Context: an optimization exercise on an open-source flow, tuned for small area, a short achievable clock period and few clock cycles. The choices shown serve that exercise and are no tape-out recipe. Function was checked by simulation only, so behaviour that the tests miss may differ from the original. Power and IR drop assume default switching activity.

## design.v

```verilog
module cvu_core (
    input  wire         clk,
    input  wire         rst,
    input  wire         go,
    input  wire [1:0]   go_alg,
    input  wire         go_init,
    input  wire         go_final,
    input  wire [30:0]  go_len,
    input  wire         ctx_we,
    input  wire [3:0]   ctx_sel,
    input  wire [31:0]  ctx_wdata,
    input  wire         done_clr,
    input  wire         in_valid,
    output wire         in_ready,
    input  wire [31:0]  in_data,
    output wire         busy,
    output reg          done,
    output reg          finalised,
    output reg  [3:0]   cfg_err,
    output wire [255:0] state,
    output wire [63:0]  count
);
    localparam ALG_SHA256 = 2'd3;
    reg         busy_r;
    reg         start;       
    reg  [1:0]  alg;
    reg         ini;
    reg         fin;
    reg  [28:0] wrem;        
    reg  [1:0]  tailb;       
    reg         rdy;         
    reg  [31:0] ib;          
    reg  [1:0]  ibnb;        
    reg         ibv;
    reg  [6:0]  c;           
    reg         tailm;       
    reg         zrot;        
    reg         p80;         
    reg         lenin;       
    reg  [31:0] st0, st1, st2, st3, st4, st5, st6, st7;
    reg  [63:0] cnt;
    reg  [31:0] va, vb, vc, vd, ve, vf, vg, vh;
    reg  [31:0] w0, w1, w2, w3, w4, w5, w6, w7;
    reg  [31:0] w8, w9, w10, w11, w12, w13, w14, w15;
    reg  [31:0] kw;          
    assign busy     = busy_r;
    assign in_ready = rdy;
    assign state    = {st7, st6, st5, st4, st3, st2, st1, st0};
    assign count    = cnt;
    wire is_sha   = (alg == ALG_SHA256);
    wire sha_busy = busy_r & is_sha;
    wire crc_busy = busy_r & ~is_sha;
    wire err2 = (go_len[30] & (|go_len[29:0])) | ((go_len == 31'd0) & ~go_final);
    wire err3 = (go_alg == ALG_SHA256) & ~go_final &
                ((|go_len[5:0]) | (~go_init & (|cnt[5:0])));
    wire err4 = ~go_init & finalised;
    wire [3:0] go_err = err2 ? 4'd2 : err3 ? 4'd3 : err4 ? 4'd4 : 4'd0;
    wire go_idle = go & ~busy_r;
    wire go_ok   = go_idle & ~err2 & ~err3 & ~err4;
    wire ctx_wr  = ctx_we & ~busy_r & ~go & (ctx_sel <= 4'd9);
    wire wrem_nz = |wrem;
    wire dleft   = wrem_nz | (|tailb);           
    wire take    = in_valid & rdy;
    wire [1:0] tnb = wrem_nz ? 2'd0 : tailb;     
    reg [31:0] fmt;
    always @(*) begin
        fmt = {in_data[7:0], in_data[15:8], in_data[23:16], in_data[31:24]};
        case (tnb)
            2'd1: fmt = {fmt[31:24], 24'h800000};
            2'd2: fmt = {fmt[31:16], 16'h8000};
            2'd3: fmt = {fmt[31:8], 8'h80};
            default: ;
        endcase
    end
    wire c_lt16  = (c < 7'd16);
    wire cleft   = dleft | ibv;                   
    wire need    = sha_busy & ~tailm & c_lt16 & cleft;
    wire adv     = ~need | ibv;                   
    wire ins     = sha_busy & ~tailm & (c < 7'd64) & adv;    
    wire rnd     = sha_busy & adv & (c >= 7'd2) & (c <= 7'd65);
    wire upd     = sha_busy & adv & ((c >= 7'd66) | (c <= 7'd1));
    wire c_wrap  = (c == 7'd67);
    wire more    = fin ? ~lenin : cleft;          
    wire sha_end = sha_busy & adv & tailm & (c == 7'd1);
    wire [6:0] c_nx = c_wrap ? 7'd0 : c + 7'd1;
    wire [63:0] bitlen = {cnt[60:0], 3'b000};
    reg  [31:0] padw;
    always @(*) begin
        if (!p80)
            padw = 32'h8000_0000;
        else if (c[3:0] == 4'd14)
            padw = bitlen[63:32];
        else if (c[3:0] == 4'd15 && lenin)
            padw = bitlen[31:0];
        else
            padw = 32'd0;
    end
    wire [31:0] ss0 = {w1[6:0], w1[31:7]} ^ {w1[17:0], w1[31:18]} ^ {3'd0, w1[31:3]};
    wire [31:0] ss1 = {w14[16:0], w14[31:17]} ^ {w14[18:0], w14[31:19]} ^ {10'd0, w14[31:10]};
    wire [31:0] sc1s = w0 ^ w9 ^ ss0;
    wire [31:0] sc1c = ((w0 & w9) | (w0 & ss0) | (w9 & ss0)) << 1;
    wire [31:0] sc2s = sc1s ^ sc1c ^ ss1;
    wire [31:0] sc2c = ((sc1s & sc1c) | (sc1s & ss1) | (sc1c & ss1)) << 1;
    wire [31:0] wsch = sc2s + sc2c;
    wire [31:0] wnew = ~c_lt16 ? wsch : (cleft ? ib : padw);
    reg [31:0] kc;
    always @(*) begin
        case (c[5:0])
            6'd1:  kc = 32'h428a2f98; 6'd2:  kc = 32'h71374491;
            6'd3:  kc = 32'hb5c0fbcf; 6'd4:  kc = 32'he9b5dba5;
            6'd5:  kc = 32'h3956c25b; 6'd6:  kc = 32'h59f111f1;
            6'd7:  kc = 32'h923f82a4; 6'd8:  kc = 32'hab1c5ed5;
            6'd9:  kc = 32'hd807aa98; 6'd10: kc = 32'h12835b01;
            6'd11: kc = 32'h243185be; 6'd12: kc = 32'h550c7dc3;
            6'd13: kc = 32'h72be5d74; 6'd14: kc = 32'h80deb1fe;
            6'd15: kc = 32'h9bdc06a7; 6'd16: kc = 32'hc19bf174;
            6'd17: kc = 32'he49b69c1; 6'd18: kc = 32'hefbe4786;
            6'd19: kc = 32'h0fc19dc6; 6'd20: kc = 32'h240ca1cc;
            6'd21: kc = 32'h2de92c6f; 6'd22: kc = 32'h4a7484aa;
            6'd23: kc = 32'h5cb0a9dc; 6'd24: kc = 32'h76f988da;
            6'd25: kc = 32'h983e5152; 6'd26: kc = 32'ha831c66d;
            6'd27: kc = 32'hb00327c8; 6'd28: kc = 32'hbf597fc7;
            6'd29: kc = 32'hc6e00bf3; 6'd30: kc = 32'hd5a79147;
            6'd31: kc = 32'h06ca6351; 6'd32: kc = 32'h14292967;
            6'd33: kc = 32'h27b70a85; 6'd34: kc = 32'h2e1b2138;
            6'd35: kc = 32'h4d2c6dfc; 6'd36: kc = 32'h53380d13;
            6'd37: kc = 32'h650a7354; 6'd38: kc = 32'h766a0abb;
            6'd39: kc = 32'h81c2c92e; 6'd40: kc = 32'h92722c85;
            6'd41: kc = 32'ha2bfe8a1; 6'd42: kc = 32'ha81a664b;
            6'd43: kc = 32'hc24b8b70; 6'd44: kc = 32'hc76c51a3;
            6'd45: kc = 32'hd192e819; 6'd46: kc = 32'hd6990624;
            6'd47: kc = 32'hf40e3585; 6'd48: kc = 32'h106aa070;
            6'd49: kc = 32'h19a4c116; 6'd50: kc = 32'h1e376c08;
            6'd51: kc = 32'h2748774c; 6'd52: kc = 32'h34b0bcb5;
            6'd53: kc = 32'h391c0cb3; 6'd54: kc = 32'h4ed8aa4a;
            6'd55: kc = 32'h5b9cca4f; 6'd56: kc = 32'h682e6ff3;
            6'd57: kc = 32'h748f82ee; 6'd58: kc = 32'h78a5636f;
            6'd59: kc = 32'h84c87814; 6'd60: kc = 32'h8cc70208;
            6'd61: kc = 32'h90befffa; 6'd62: kc = 32'ha4506ceb;
            6'd63: kc = 32'hbef9a3f7; default: kc = 32'hc67178f2;   
        endcase
    end
    wire [31:0] bs0 = {va[1:0], va[31:2]} ^ {va[12:0], va[31:13]} ^ {va[21:0], va[31:22]};
    wire [31:0] bs1 = {ve[5:0], ve[31:6]} ^ {ve[10:0], ve[31:11]} ^ {ve[24:0], ve[31:25]};
    wire [31:0] ch  = (ve & vf) | (~ve & vg);
    wire [31:0] mj  = (va & vb) | (va & vc) | (vb & vc);
    wire [31:0] x1s = vh ^ kw ^ ch;
    wire [31:0] x1c = ((vh & kw) | (vh & ch) | (kw & ch)) << 1;
    wire [31:0] y1s = bs0 ^ bs1 ^ mj;
    wire [31:0] y1c = ((bs0 & bs1) | (bs0 & mj) | (bs1 & mj)) << 1;
    wire [31:0] x2s = x1s ^ x1c ^ y1s;
    wire [31:0] x2c = ((x1s & x1c) | (x1s & y1s) | (x1c & y1s)) << 1;
    wire [31:0] x3s = x2s ^ x2c ^ y1c;
    wire [31:0] x3c = ((x2s & x2c) | (x2s & y1c) | (x2c & y1c)) << 1;
    wire [31:0] a_nx = x3s + x3c;
    wire [31:0] e2s = x1s ^ x1c ^ vd;
    wire [31:0] e2c = ((x1s & x1c) | (x1s & vd) | (x1c & vd)) << 1;
    wire [31:0] e3s = e2s ^ e2c ^ bs1;
    wire [31:0] e3c = ((e2s & e2c) | (e2s & bs1) | (e2c & bs1)) << 1;
    wire [31:0] e_nx = e3s + e3c;
    reg [31:0] iva, ive;
    always @(*) begin
        case (c[1:0])
            2'd2:    begin iva = 32'ha54ff53a; ive = 32'h5be0cd19; end
            2'd3:    begin iva = 32'h3c6ef372; ive = 32'h1f83d9ab; end
            2'd0:    begin iva = 32'hbb67ae85; ive = 32'h9b05688c; end
            default: begin iva = 32'h6a09e667; ive = 32'h510e527f; end
        endcase
    end
    wire        ivsel = zrot & ini;
    wire [31:0] hsa = (ivsel ? iva : st3) + (zrot ? 32'd0 : vd);
    wire [31:0] hse = (ivsel ? ive : st7) + (zrot ? 32'd0 : vh);
    wire [1:0]  csh = 2'd0 - ibnb;                
    wire [31:0] ible = {ib[7:0], ib[15:8], ib[23:16], ib[31:24]};
    wire [31:0] ru   = st0 ^ ible;
    reg  [31:0] rz, rs, qz;
    always @(*) begin
        case (csh)
            2'd0: begin rz = ru;                 rs = 32'd0;                 end
            2'd1: begin rz = {ru[23:0], 8'd0};   rs = {24'd0, st0[31:24]};   end
            2'd2: begin rz = {ru[15:0], 16'd0};  rs = {16'd0, st0[31:16]};   end
            default: begin rz = {ru[7:0], 24'd0}; rs = {8'd0, st0[31:8]};    end
        endcase
        case (csh)
            2'd0: qz = {st0[15:0], 16'd0} ^ ib;
            2'd1: qz = ({st0[15:0], 16'd0} ^ ib) >> 8;
            2'd2: qz = ({st0[15:0], 16'd0} ^ ib) >> 16;
            default: qz = ({st0[15:0], 16'd0} ^ ib) >> 24;
        endcase
    end
    wire [31:0] z_g32c = rz;
    wire [31:0] z_g32  = rz;
    wire [31:0] z_m16  = qz;
    wire [31:0] g32c, g32;
    wire [15:0] m16;
    assign g32c[0] = ^(z_g32c & 32'h1f91caf6);
    assign g32c[1] = ^(z_g32c & 32'h3f2395ec);
    assign g32c[2] = ^(z_g32c & 32'h7e472bd8);
    assign g32c[3] = ^(z_g32c & 32'hfc8e57b1);
    assign g32c[4] = ^(z_g32c & 32'he68d6595);
    assign g32c[5] = ^(z_g32c & 32'hd28b01dd);
    assign g32c[6] = ^(z_g32c & 32'hba87c94c);
    assign g32c[7] = ^(z_g32c & 32'h6a9e586f);
    assign g32c[8] = ^(z_g32c & 32'hd53cb0de);
    assign g32c[9] = ^(z_g32c & 32'hb5e8ab4b);
    assign g32c[10] = ^(z_g32c & 32'h74409c60);
    assign g32c[11] = ^(z_g32c & 32'he88138c1);
    assign g32c[12] = ^(z_g32c & 32'hce93bb74);
    assign g32c[13] = ^(z_g32c & 32'h82b6bc1f);
    assign g32c[14] = ^(z_g32c & 32'h1afcb2c8);
    assign g32c[15] = ^(z_g32c & 32'h35f96591);
    assign g32c[16] = ^(z_g32c & 32'h6bf2cb23);
    assign g32c[17] = ^(z_g32c & 32'hd7e59646);
    assign g32c[18] = ^(z_g32c & 32'hb05ae67b);
    assign g32c[19] = ^(z_g32c & 32'h7f240600);
    assign g32c[20] = ^(z_g32c & 32'hfe480c00);
    assign g32c[21] = ^(z_g32c & 32'he301d2f6);
    assign g32c[22] = ^(z_g32c & 32'hd9926f1b);
    assign g32c[23] = ^(z_g32c & 32'hacb514c0);
    assign g32c[24] = ^(z_g32c & 32'h46fbe377);
    assign g32c[25] = ^(z_g32c & 32'h8df7c6ee);
    assign g32c[26] = ^(z_g32c & 32'h047e472b);
    assign g32c[27] = ^(z_g32c & 32'h08fc8e57);
    assign g32c[28] = ^(z_g32c & 32'h11f91caf);
    assign g32c[29] = ^(z_g32c & 32'h23f2395e);
    assign g32c[30] = ^(z_g32c & 32'h47e472bd);
    assign g32c[31] = ^(z_g32c & 32'h8fc8e57b);
    assign g32[0] = ^(z_g32 & 32'h04d101df);
    assign g32[1] = ^(z_g32 & 32'h09a203be);
    assign g32[2] = ^(z_g32 & 32'h1344077d);
    assign g32[3] = ^(z_g32 & 32'h26880efa);
    assign g32[4] = ^(z_g32 & 32'h4d101df4);
    assign g32[5] = ^(z_g32 & 32'h9a203be9);
    assign g32[6] = ^(z_g32 & 32'h3091760d);
    assign g32[7] = ^(z_g32 & 32'h6122ec1a);
    assign g32[8] = ^(z_g32 & 32'hc245d835);
    assign g32[9] = ^(z_g32 & 32'h805ab1b5);
    assign g32[10] = ^(z_g32 & 32'h046462b5);
    assign g32[11] = ^(z_g32 & 32'h08c8c56a);
    assign g32[12] = ^(z_g32 & 32'h11918ad4);
    assign g32[13] = ^(z_g32 & 32'h232315a9);
    assign g32[14] = ^(z_g32 & 32'h46462b53);
    assign g32[15] = ^(z_g32 & 32'h8c8c56a6);
    assign g32[16] = ^(z_g32 & 32'h1dc9ac92);
    assign g32[17] = ^(z_g32 & 32'h3b935924);
    assign g32[18] = ^(z_g32 & 32'h7726b249);
    assign g32[19] = ^(z_g32 & 32'hee4d6493);
    assign g32[20] = ^(z_g32 & 32'hd84bc8f9);
    assign g32[21] = ^(z_g32 & 32'hb446902d);
    assign g32[22] = ^(z_g32 & 32'h6c5c2184);
    assign g32[23] = ^(z_g32 & 32'hd8b84309);
    assign g32[24] = ^(z_g32 & 32'hb5a187cc);
    assign g32[25] = ^(z_g32 & 32'h6f920e46);
    assign g32[26] = ^(z_g32 & 32'hdf241c8c);
    assign g32[27] = ^(z_g32 & 32'hba9938c7);
    assign g32[28] = ^(z_g32 & 32'h71e37051);
    assign g32[29] = ^(z_g32 & 32'he3c6e0a3);
    assign g32[30] = ^(z_g32 & 32'hc35cc098);
    assign g32[31] = ^(z_g32 & 32'h826880ef);
    assign m16[0] = ^(z_m16 & 32'h1c581911);
    assign m16[1] = ^(z_m16 & 32'h38b03222);
    assign m16[2] = ^(z_m16 & 32'h71606444);
    assign m16[3] = ^(z_m16 & 32'he2c0c888);
    assign m16[4] = ^(z_m16 & 32'hc5819110);
    assign m16[5] = ^(z_m16 & 32'h975b3b31);
    assign m16[6] = ^(z_m16 & 32'h2eb67662);
    assign m16[7] = ^(z_m16 & 32'h5d6cecc4);
    assign m16[8] = ^(z_m16 & 32'hbad9d988);
    assign m16[9] = ^(z_m16 & 32'h75b3b310);
    assign m16[10] = ^(z_m16 & 32'heb676620);
    assign m16[11] = ^(z_m16 & 32'hd6cecc40);
    assign m16[12] = ^(z_m16 & 32'hb1c58191);
    assign m16[13] = ^(z_m16 & 32'h638b0322);
    assign m16[14] = ^(z_m16 & 32'hc7160644);
    assign m16[15] = ^(z_m16 & 32'h8e2c0c88);
    wire [15:0] q16 = m16 ^ ((csh == 2'd3) ? {st0[7:0], 8'd0} : 16'd0);
    wire [31:0] crc_nx = (alg == 2'd0) ? (g32c ^ rs) :
                         (alg == 2'd1) ? (g32 ^ rs) : {16'd0, q16};
    wire crc_end = crc_busy & ~dleft;
    wire crc_ini = crc_busy & start & ini;
    wire job_end = sha_end | crc_end;
    wire        dleft_nx = take ? ((|wrem[28:1]) | (wrem[0] & (|tailb))) : dleft;
    wire        ibv_nx   = take | (ibv & ~(crc_busy | (ins & c_lt16)));
    wire        c_nx_lt16 = adv ? (c_wrap | (c < 7'd15)) : c_lt16;
    wire        rdy_nx   = ~job_end & dleft_nx &
                           (~is_sha | ~ibv_nx | (c_nx_lt16 & ~(tailm | (c_wrap & ~more))));
    always @(posedge clk) begin
        if (rst) begin
            busy_r    <= 1'b0;
            start     <= 1'b0;
            rdy       <= 1'b0;
            ibv       <= 1'b0;
            done      <= 1'b0;
            finalised <= 1'b0;
            cfg_err   <= 4'd0;
        end else begin
            if (done_clr)
                done <= 1'b0;
            start <= 1'b0;
            if (go_idle) begin
                cfg_err <= go_err;
                busy_r  <= go_ok;
                start   <= go_ok;
                rdy     <= go_ok & (go_len != 31'd0);
                ibv     <= 1'b0;
            end else if (busy_r) begin
                rdy <= rdy_nx;
                ibv <= ibv_nx;
                if (job_end) begin
                    busy_r    <= 1'b0;
                    done      <= 1'b1;
                    finalised <= fin;
                end
            end
            if (ctx_wr)
                finalised <= 1'b0;
        end
    end
    always @(posedge clk) begin
        if (go_idle) begin
            alg   <= go_alg;
            ini   <= go_init;
            fin   <= go_final;
            wrem  <= go_len[30:2];
            tailb <= go_len[1:0];
            c     <= 7'd66;
            tailm <= 1'b0;
            zrot  <= 1'b1;
            p80   <= 1'b0;
            lenin <= 1'b0;
        end else begin
            if (take) begin
                ib   <= fmt;
                ibnb <= tnb;
                if (wrem_nz) wrem  <= wrem - 29'd1;
                else         tailb <= 2'd0;
            end
            if (sha_busy && adv) begin
                c <= c_nx;
                if (c_wrap)
                    tailm <= ~more;
                if (c == 7'd1)
                    zrot <= 1'b0;
                if (ins && c_lt16) begin
                    if (cleft) begin
                        if (ibnb != 2'd0) p80 <= 1'b1;
                    end else if (!p80) begin
                        p80 <= 1'b1;
                    end else if (c[3:0] == 4'd14) begin
                        lenin <= 1'b1;
                    end
                end
            end
        end
    end
    always @(posedge clk) begin
        if (ins) begin
            w0 <= w1;   w1 <= w2;   w2 <= w3;   w3 <= w4;
            w4 <= w5;   w5 <= w6;   w6 <= w7;   w7 <= w8;
            w8 <= w9;   w9 <= w10;  w10 <= w11; w11 <= w12;
            w12 <= w13; w13 <= w14; w14 <= w15; w15 <= wnew;
        end
        if (sha_busy && adv)
            kw <= kc + w15;
    end
    always @(posedge clk) begin
        if (rnd) begin
            va <= a_nx; vb <= va; vc <= vb; vd <= vc;
            ve <= e_nx; vf <= ve; vg <= vf; vh <= vg;
        end else if (upd) begin
            va <= hsa;  vb <= va; vc <= vb; vd <= vc;
            ve <= hse;  vf <= ve; vg <= vf; vh <= vg;
        end
    end
    always @(posedge clk) begin
        if (rst) begin
            st0 <= 32'd0; st1 <= 32'd0; st2 <= 32'd0; st3 <= 32'd0;
            st4 <= 32'd0; st5 <= 32'd0; st6 <= 32'd0; st7 <= 32'd0;
            cnt <= 64'd0;
        end else begin
            if (ctx_wr) begin
                case (ctx_sel)
                    4'd0: st0 <= ctx_wdata;
                    4'd1: st1 <= ctx_wdata;
                    4'd2: st2 <= ctx_wdata;
                    4'd3: st3 <= ctx_wdata;
                    4'd4: st4 <= ctx_wdata;
                    4'd5: st5 <= ctx_wdata;
                    4'd6: st6 <= ctx_wdata;
                    4'd7: st7 <= ctx_wdata;
                    4'd8: cnt[31:0]  <= ctx_wdata;
                    default: cnt[63:32] <= ctx_wdata;
                endcase
            end
            if (start)
                cnt <= (ini ? 64'd0 : cnt) + {33'd0, wrem, tailb};
            if (upd) begin
                st0 <= hsa; st1 <= st0; st2 <= st1; st3 <= st2;
                st4 <= hse; st5 <= st4; st6 <= st5; st7 <= st6;
            end
            if (crc_ini) begin
                st0 <= (alg == 2'd2) ? 32'h0000_FFFF : 32'hFFFF_FFFF;
                st1 <= 32'd0; st2 <= 32'd0; st3 <= 32'd0;
                st4 <= 32'd0; st5 <= 32'd0; st6 <= 32'd0; st7 <= 32'd0;
            end
            if (crc_busy && ibv)
                st0 <= crc_nx;
        end
    end
endmodule
```

## run.sh

```bash
#!/bin/bash
# synth_recipe.tcl (not shown) runs the flow's synth.tcl, then flattens the netlist and writes it again
# the make line also repeats each setting of config.mk as NAME=value (left out here)
make -C /OpenROAD-flow-scripts/flow DESIGN_CONFIG=/design/flow/config.mk WORK_HOME=/design/flow/orfs CLKGATE_MAP_FILE= SYNTH_SCRIPT=/design/flow/synth_recipe.tcl finish
```

## config.mk

```make
export PLATFORM = sky130hd
export DESIGN_NAME = cvu_core
export DESIGN_NICKNAME = cvu_core
export VERILOG_FILES = /design/flow/design.v
export SDC_FILE = /design/flow/constraint.sdc
export NUM_CORES = 4
export LEC_CHECK = 0
export CAP_MARGIN = 20
export CORE_MARGIN = 2
export CORE_UTILIZATION = 35
export PLACE_DENSITY = 0.55
export SLEW_MARGIN = 20
```

## constraint.sdc

```tcl
create_clock -name core_clock -period 11.0 [get_ports {clk}]
set_input_delay 2.2000 -clock core_clock [delete_from_list [all_inputs] [get_ports {clk}]]
set_output_delay 2.2000 -clock core_clock [all_outputs]
set_load 0.01 [all_outputs]
```

==> run notes <==
==> report_power, final <==
group	total, mW	internal, mW	leakage [nW]	switching, mW
Clock	5.17	2.97	2.48	2.20
Sequential	5.53	5.22	10.9	0.310
Combinational	6.15	2.39	20.0	3.77
==> stage by stage <==
step	hold slack (ns)	area, um2	worst slack [ns]	total power, mW	instances
5_1_grt	0.397	89400	3.92	17.6	10526
3_5_place_dp	0.405	84300	4.33	11.6	10251
6_report	0.394	89400	4.12	16.9	10533
3_3_place_gp	0.400	84300	4.39	11.6	10251
4_1_cts	0.401	89400	4.29	16.8	10524
2_1_floorplan	0.400	76600	-3.38	9.53	7198
==> Yosys cell counts, drive strengths merged (58+ instances only) <==
master,count,area (um2)
o21ai,346,1740
mux2,58,653
a21o,140,1050
nand2,516,1940
nand3,101,505
nor3,79,400
ha,242,3030
fa,250,5000
a21oi,382,1930
a211oi,272,2060
inv,291,1090
o21a,63,473
edfxtp,869,26100
nor2,562,2130
buf,92,455
xnor2,767,6800
clkbuf,293,1100
xor2,315,2920
nor2b,131,820
mux2i,295,2960
dfxtp,372,7450
==> logic make-up after synthesis <==
kind of cell,after synthesis
AO/OA/AOI/OAI,1655
XOR/XNOR,1091
adder cells (fa/ha/maj),494
buffers and inverters,677
flip-flops,1241
multiplexers,357
other,1
AND/OR/NAND/NOR,1682
==> final cells by class <==
type                       instances  area, um2
fill                           21055     128000
multi-input combinational       5280      40500
sequential                      1241      33500
timing repair buffer             584       5510
clock buffer                     177       3870
tap                             2854       3570
clock inverter                    96       1250
inverter                         292       1100
antenna                            9       22.5
==> worst paths after layout <==
check	from	endpoint	slack (ns)	depth (start not counted)
max	zrot$_SDFFE_PP1P_	ve[31]$_DFFE_PP_	4.12	15
min	w3[2]$_DFFE_PN_	w2[2]$_DFFE_PN_	0.39	0
max reg2reg	zrot$_SDFFE_PP1P_	ve[31]$_DFFE_PP_	4.12	15
min reg2reg	w3[2]$_DFFE_PN_	w2[2]$_DFFE_PN_	0.39	0
==> critical path, delay by kind of cell, from the launching register on <==
family | cells | cell delay, ns
adders and majority gates | 1 | 0.36
and+or+nand+nor | 4 | 2.17
DFF | 1 | 0.32
AOI/OAI and AO/OA | 9 | 3.09
buffers and inverters | 1 | 0.64
==> layout by cell type, fill, tap and decap left out, drive strengths merged, types with 177 or more instances in the layout <==
cell	Yosys	routed
a211oi	272	272
a21oi	382	382
clkbuf	293	177
clkdlybuf4s50	0	433
dfxtp	372	372
edfxtp	869	869
fa	250	250
ha	242	242
inv	291	299
mux2i	295	295
nand2	516	516
nor2	562	562
o21ai	346	346
xnor2	767	767
xor2	315	315
==> layer usage <==
| metal | GRT usage, % | share of wire [%] |
|---|---|---|
| met2 | 43.8 | 43 |
| met1 | 39.5 | 42 |
| met5 | 0 | 0.035 |
| met4 | 17.7 | 7.1 |
| met3 | 5.79 | 8.2 |
==> run notes <==
Post-Route WL=about 340000 um; largest family of logic cells by synthesized area=compound AO/OA/AOI/OAI gates; clock slew at reported path FFs=0.06 ns; layout cells sized above 1=roughly 7.3%; Worst Path Max Fanout=67; crit end category=flip-flop; global-route wire length before repair=around 460000 um; Cell Rows=approximately 170; initial antenna violation count=36; Leak=33.3 nW; Hold Buf Count CTS=0; die area=about 0.22 mm2; vias in the first global route=58192; sequential fraction of the synthesis area=between 40% and 50%; largest net degree at the start of global routing=roughly 210; Pins Over Slew Limit=0; final net count=approximately 8100; Netlist Area Pre-Place=about 0.077 mm2; HP Class=flip-flop to flip-flop; Post-synth EDFFs=roughly 870; Achievable Freq=around 0.15 GHz; Clock Tree Root=clkbuf_16; PostCTS Resize Cnt=0; worst vdd ir=0.000167 V; clock buffer count from CTS=148; Avg Vias per Cell=between 5 and 6; critical path arrival=approximately 7.5 ns; Syn Inst Count=roughly 7000; status=no timing/DRC/antenna violations; Yosys reg bits=around 1200; Power Dens Cells=188 mW/mm2; Final Hold Fails=0; Synth cell types=110; xor and xnor fraction of the mapped netlist area=between 10% and 20%; Routed Antenna Nets=0; Worst-Skew Late Latency=~0.84 ns; Final Critical Period=roughly 6.9 ns; Die Height=472 um; DIE WIDTH=roughly 470 um; max FFs per register=64; setup TNS=0 ns; multiplexer share of the synthesized area=4.83%; Post-Synthesis Net Count=roughly 7800; synthesized-area fraction occupied by and/or/nand/nor cells=between 10 and 15%; Synth Area in Compound Gates=~14%; H-tree Lvls=4; Worst path slowest cell=and2_2; CTS tree=built; critical path, cell by cell=buf_4 > and2_2 > nand2_1 > o21a_1 > ha_1 > a21o_1 > a2111oi_0 > nor2b_1 > o31a_1 > o311ai_0 > a31oi_1 > o21ai_0 > nor3b_1 > o21ai_0 > o31a_1; yosys warns=1; Mean Syn Cell Area=about 11 um2; clock skew=approximately 0.057 ns; crit-path max cell delay=about 1 ns; Area growth, synth to finish=16.7%; crit share post-route=between 60% and 70%; WL/cell=31.9 um; initial core utilization=35.2%; Final Util=between 40% and 50%; DR DRC count=0; RSZ-0062 raised after global routing=false; Worst slew margin=around 18%; ys flop type=edfxtp_1; DP Wirelength=approximately 260000 um; Placer Congestion=slightly above 1; total congestion overflow=0; core area=between 0.2 and 0.25 mm2; Clock Sinks=about 1200; Clock Path Buffers=3; Max Cap Viol=0; Async SR Flop Fraction=0%; 1st-iter DRT viols=slightly below 7000; Post-CTS Repair Setup Buffers=0; Pre-antenna DRT Iters=8; Req. time, crit path=between 10 and 15 ns; Vias=between 60000 and 70000; Ports=437; final setup fails=0; Tot GR Track Use=between 20% and 30%; Setup crit start kind=flip-flop; CP Class=flip-flop to flip-flop; adder-cell share of the synthesized area=between 10% and 20%; most flop-heavy register=cnt; IO buf count=about 440; worst slew pin tran=roughly 1.2 ns
Testbench counts, summed over its fixed seeds: cycles 37,797.

-- static timing again, ports no longer ideal --
The results above use ideal ports. As a check the final layout listed here was re-extracted and re-timed, cells and wires unchanged. Step 1 sets driving cells, clkbuf_16 on the clock port and buf_2 on the other inputs (assumed; they add their load-dependent delay and slew). Step 2 adds t to the input delays and takes it off the output delays; t is the mean of the earliest and latest rising clock arrival at the registers after step 1. Input paths then give back, and output paths get back, about the clock's delay inside the block. Three values: ideal, step 1, step 2; two values: the first two.
t, ns: 0.915
setup WS [ns]: 4.121 / 4.121 / 4.121
hold slack, ns: 0.394 / 0.394 / 0.394
worst setup path after step 2: register to register
clock arrival spread, ns: 0.074 / 0.073
After both steps setup and hold are still met in this run. For this run, drivers alone change the setup slack by 0.000 ns; drivers and shift together by 0.000 ns.
